What follows belongs to an exercise in optimizing a design on an open flow for small area; a production flow would make more cautious choices. Function was checked by simulation only, so behaviour that the tests miss may differ from the original.

// bsd_group
module bsd_group (
    input  wire         clk,
    input  wire         rst,
    input  wire         bit_en,
    input  wire [3:0]   sdin,
    input  wire         sync,
    input  wire         order4,
    input  wire [9:0]   dec_r,
    input  wire [5:0]   fast_r,
    input  wire         fast_en,
    input  wire [17:0]  fast_lo,
    input  wire [17:0]  fast_hi,
    input  wire [16:0]  fast_hyst,
    input  wire [2:0]   fast_cnt,
    input  wire [12:0]  stuck_n,
    output reg          s_valid,
    output wire [151:0] s_data,
    output wire [67:0]  fast_val,
    output wire [3:0]   fast_out,
    output wire [3:0]   stuck
);
Size: about 6,700 cells after synthesis, ~320 I/O pins, ~89,000 um2 of cells after synthesis.
clock: 25.0 ns
lec_check: 0
cap_margin: 20
core_margin: 2
core_utilization: 78
cts_buf_list: sky130_fd_sc_hd__clkbuf_8
cts_cluster_diameter: 70
cts_cluster_size: 18
place_density: 0.88
slew_margin: 20
synth_hierarchical: 1
synth_minimum_keep_size: 0
standard.sh (not shown) runs the stock make flow with config.mk's settings and CLKGATE_MAP_FILE= SYNTH_SCRIPT=/design/flow/synth_recipe.tcl, a recipe that flattens the netlist after the stock synthesis.
==> flow/flow/run.sh <==
#!/bin/bash
# Layout flow: the standard layout (standard.sh, which runs ORFS on
# config.mk with flow/config.mk's settings), with two changes to how the
# layout is made:
#  - the buffers ORFS puts on every input and output port are buf_1 cells
#    (ORFS otherwise picks clkdlybuf4s50_1, 2.7 times the area);
#  - CTS does not add dummy loads to balance the clock tree (the arguments
#    are otherwise the ones ORFS builds from flow/config.mk's CTS settings).
# ORFS writes each step's full log under orfs/logs/; this script's own
# output goes to flow_run.log.
set -euo pipefail
exec > flow_run.log 2>&1
export BUFFER_PORTS_ARGS="-buffer_cell sky130_fd_sc_hd__buf_1"
export CTS_ARGS="-sink_clustering_enable -repair_clock_nets -sink_clustering_size 18 -sink_clustering_max_diameter 70 -buf_list sky130_fd_sc_hd__clkbuf_8 -dont_use_dummy_load"
bash standard.sh
The starting point went through all stages and came out clean.
==> next run, changes <==
--- a/flow/config.mk
+++ b/flow/config.mk
@@ -9,3 +9,3 @@
 export CORE_MARGIN = 2
-export CORE_UTILIZATION = 78
+export CORE_UTILIZATION = 65
 export CTS_BUF_LIST = sky130_fd_sc_hd__clkbuf_8
@@ -13,3 +13,3 @@
 export CTS_CLUSTER_SIZE = 18
-export PLACE_DENSITY = 0.88
+export PLACE_DENSITY = 0.75
 export SLEW_MARGIN = 20
Utilization shrinks by 13 points; sequential share of layout area came out lower by 0.18 points; synthesized cell count stays the same; first-iteration DRC count goes down by 11%; critical path depth is lower by 7; worst setup slack gets worse by 0.012 ns; register-to-register slack gains 1.0 ns; design area rose by 0.42%.

Another version of the RTL of bsd_group (not shown whole).
Size in the first run: roughly 7500 cells after synthesis, ~1800 flip-flops, roughly 100000 µm² of cells after synthesis.
clock: 25.0 ns
lec_check: 0
cap_margin: 20
core_margin: 2
core_utilization: 65
cts_buf_list: sky130_fd_sc_hd__clkbuf_16
cts_cluster_diameter: 80
cts_cluster_size: 26
place_density: 0.75
slew_margin: 20
synth_hierarchical: 1
synth_minimum_keep_size: 0
run.sh (not shown) runs the stock make flow with config.mk's settings and CLKGATE_MAP_FILE= SYNTH_SCRIPT=/design/flow/synth_recipe.tcl, a recipe that flattens the netlist after the stock synthesis.
Stock flow here: none of the scripts above is used.
Next try:
CTS_BUF_LIST = sky130_fd_sc_hd__clkbuf_8   (was sky130_fd_sc_hd__clkbuf_16)
CTS_CLUSTER_DIAMETER = 60   (was 80)
CTS_CLUSTER_SIZE = 14   (was 26)
Clock-buffer cell count grows by 73.
Global-route usage grows by 0.11 points.
Routed wire length barely changes.
Utilization barely changes.
Setup slack degrades by 0.14 ns.
Clock skew shrinks by 0.024 ns.
Final area hardly moves.
Die area does not change.
Cell count grows by 1.2%.
Worst hold slack degrades by 0.0079 ns.

== main ==
Another version of the RTL of bsd_group (not shown whole).
For scale: ~7,200 cells after synthesis, ~320 I/O pins.
Settings: LEC_CHECK=0, CAP_MARGIN=20, CORE_MARGIN=2, CORE_UTILIZATION=65, CTS_BUF_LIST=sky130_fd_sc_hd__clkbuf_4, CTS_CLUSTER_DIAMETER=40, CTS_CLUSTER_SIZE=8, PLACE_DENSITY=0.75, SLEW_MARGIN=20, SYNTH_HIERARCHICAL=1, SYNTH_MINIMUM_KEEP_SIZE=0; clock period 25.0 ns.
standard.sh (not shown) runs the stock make flow with config.mk's settings and CLKGATE_MAP_FILE= SYNTH_SCRIPT=/design/flow/synth_recipe.tcl, a recipe that flattens the netlist after the stock synthesis.
==> flow/flow/run.sh <==
#!/bin/bash
# Layout flow: the standard layout (standard.sh, which runs ORFS on
# config.mk with flow/config.mk's settings), with two changes to how the
# layout is made:
#  - the buffers ORFS puts on every input and output port are buf_1 cells
#    (ORFS otherwise picks clkdlybuf4s50_1, 2.7 times the area);
#  - CTS does not add dummy loads to balance the clock tree (the arguments
#    are otherwise the ones ORFS builds from flow/config.mk's CTS settings).
# ORFS writes each step's full log under orfs/logs/; this script's own
# output goes to flow_run.log.
set -euo pipefail
exec > flow_run.log 2>&1
export BUFFER_PORTS_ARGS="-buffer_cell sky130_fd_sc_hd__buf_1"
export CTS_ARGS="-sink_clustering_enable -repair_clock_nets -sink_clustering_size 8 -sink_clustering_max_diameter 40 -buf_list sky130_fd_sc_hd__clkbuf_4 -dont_use_dummy_load"
bash standard.sh
main went all the way through the flow, and no timing, DRC or antenna check failed.
diff inputs: main => the feature branch
- CTS_BUF_LIST: sky130_fd_sc_hd__clkbuf_4 -> sky130_fd_sc_hd__clkbuf_8
- CTS_CLUSTER_DIAMETER: 40 -> 60
- CTS_CLUSTER_SIZE: 8 -> 14
--- a/flow/flow/run.sh
+++ b/flow/flow/run.sh
@@ -13,3 +13,3 @@
 export BUFFER_PORTS_ARGS="-buffer_cell sky130_fd_sc_hd__buf_1"
-export CTS_ARGS="-sink_clustering_enable -repair_clock_nets -sink_clustering_size 8 -sink_clustering_max_diameter 40 -buf_list sky130_fd_sc_hd__clkbuf_4 -dont_use_dummy_load"
+export CTS_ARGS="-sink_clustering_enable -repair_clock_nets -sink_clustering_size 14 -sink_clustering_max_diameter 60 -buf_list sky130_fd_sc_hd__clkbuf_8 -dont_use_dummy_load"
 bash standard.sh
## What came out
The feature branch reached the final stage; the timing, design-rule and antenna checks on its layout passed. Where clock skew is concerned, main is better than the feature branch. Compared with main, in the feature branch growth of design area from synthesis to finish held, share of post-route cells with drive strength above 1 went down 1.7 points. The feature branch ended with less worst hold slack than main.

build 70:
Another version of the RTL of bsd_group (not shown whole).
Size in the first run: ~6500 cells after synthesis, roughly 0.090 mm^2 of cells after synthesis.
Settings: LEC_CHECK=0, CAP_MARGIN=20, CORE_MARGIN=2, CORE_UTILIZATION=65, CTS_BUF_LIST=sky130_fd_sc_hd__clkbuf_8, CTS_CLUSTER_DIAMETER=70, CTS_CLUSTER_SIZE=18, PLACE_DENSITY=0.75, SLEW_MARGIN=20, SYNTH_HIERARCHICAL=1, SYNTH_MINIMUM_KEEP_SIZE=0; clock period 25.0 ns.
==> flow/flow/run.sh <==
#!/bin/bash
# Layout flow: the standard layout (standard.sh, which runs ORFS on
# config.mk with flow/config.mk's settings), with two changes to how the
# layout is made:
#  - the buffers ORFS puts on every input and output port are buf_1 cells
#    (ORFS otherwise picks clkdlybuf4s50_1, 2.7 times the area);
#  - CTS does not add dummy loads to balance the clock tree (the arguments
#    are otherwise the ones ORFS builds from flow/config.mk's CTS settings).
# ORFS writes each step's full log under orfs/logs/; this script's own
# output goes to flow_run.log.
set -euo pipefail
exec > flow_run.log 2>&1
export BUFFER_PORTS_ARGS="-buffer_cell sky130_fd_sc_hd__buf_1"
export CTS_ARGS="-sink_clustering_enable -repair_clock_nets -sink_clustering_size 18 -sink_clustering_max_diameter 70 -buf_list sky130_fd_sc_hd__clkbuf_8 -dont_use_dummy_load"
bash standard.sh
Changes in trial 74 relative to build 70:
- CTS_CLUSTER_SIZE: 18 -> 14
- CTS_CLUSTER_DIAMETER: 70 -> 60
--- a/flow/flow/run.sh
+++ b/flow/flow/run.sh
@@ -12,4 +12,4 @@
 exec > flow_run.log 2>&1
 export BUFFER_PORTS_ARGS="-buffer_cell sky130_fd_sc_hd__buf_1"
-export CTS_ARGS="-sink_clustering_enable -repair_clock_nets -sink_clustering_size 18 -sink_clustering_max_diameter 70 -buf_list sky130_fd_sc_hd__clkbuf_8 -dont_use_dummy_load"
+export CTS_ARGS="-sink_clustering_enable -repair_clock_nets -sink_clustering_size 14 -sink_clustering_max_diameter 60 -buf_list sky130_fd_sc_hd__clkbuf_8 -dont_use_dummy_load"
 bash standard.sh
### Flow results
Having completed the whole flow, trial 74 delivered a layout that passed the timing, design-rule and antenna checks.
The core occupancy in the finished layout reported for trial 74 is greater than that of build 70 by 0.30 points.
On worst setup slack, build 70 loses to trial 74.
From build 70 to trial 74 the numbers moved as follows: layout-stage area growth over the synthesis result went up by 0.46 points; wire length went up by about 0.32%; overall global routing resource usage went up by 0.20 points.
Looking at wire length of the first global-routing pass across both flows, trial 74 is the weaker of the two, with build 70 ahead.
The number of ordinary inverters in the final layout on build 70 is in line with that on trial 74.

-- afterwards: timing with drivers on the ports --
In the flow no input, the clock included, has a driving cell. The finished layouts below were timed again as built, in two steps.
Step 1 assumes that a clkbuf_16 drives the clock port and a buf_2 every other input.
Step 2, shift: input delay + t, output delay - t, t = (earliest + latest rising clock arrival at the registers) / 2. This alone moves slack from input paths to output paths.
a / b / c = ideal / step 1 / step 2; a / b = the first two.
run	shift t [ns]	slack for setup (ns)	hold slack, ns	latest minus earliest clock arrival (ns)
the first run of note 1	0.882	1.959 / 1.973 / 1.129	0.393 / 0.393 / 0.393	0.133 / 0.133
the second run of note 1	0.916	1.947 / 1.875 / 1.637	0.380 / 0.380 / 0.380	0.108 / 0.108
the first run of note 2	0.824	1.139 / 1.045 / 1.125	0.420 / 0.420 / 0.420	0.083 / 0.083
the second run of note 2	0.994	1.003 / 0.919 / 1.284	0.412 / 0.412 / 0.412	0.070 / 0.069
main	1.321	1.327 / 1.240 / 1.806	0.412 / 0.412 / 0.412	0.138 / 0.138
the feature branch	0.948	1.645 / 1.569 / 1.798	0.405 / 0.405 / 0.405	0.123 / 0.124
build 70	0.904	2.197 / 2.122 / 2.060	0.410 / 0.410 / 0.410	0.104 / 0.104
trial 74	0.925	2.220 / 2.144 / 2.089	0.419 / 0.419 / 0.419	0.108 / 0.108
After both steps every run listed still meets setup and hold. For the first run of note 1, which loses most, drivers alone change the setup slack by +0.014 ns; drivers and shift together by -0.830 ns.
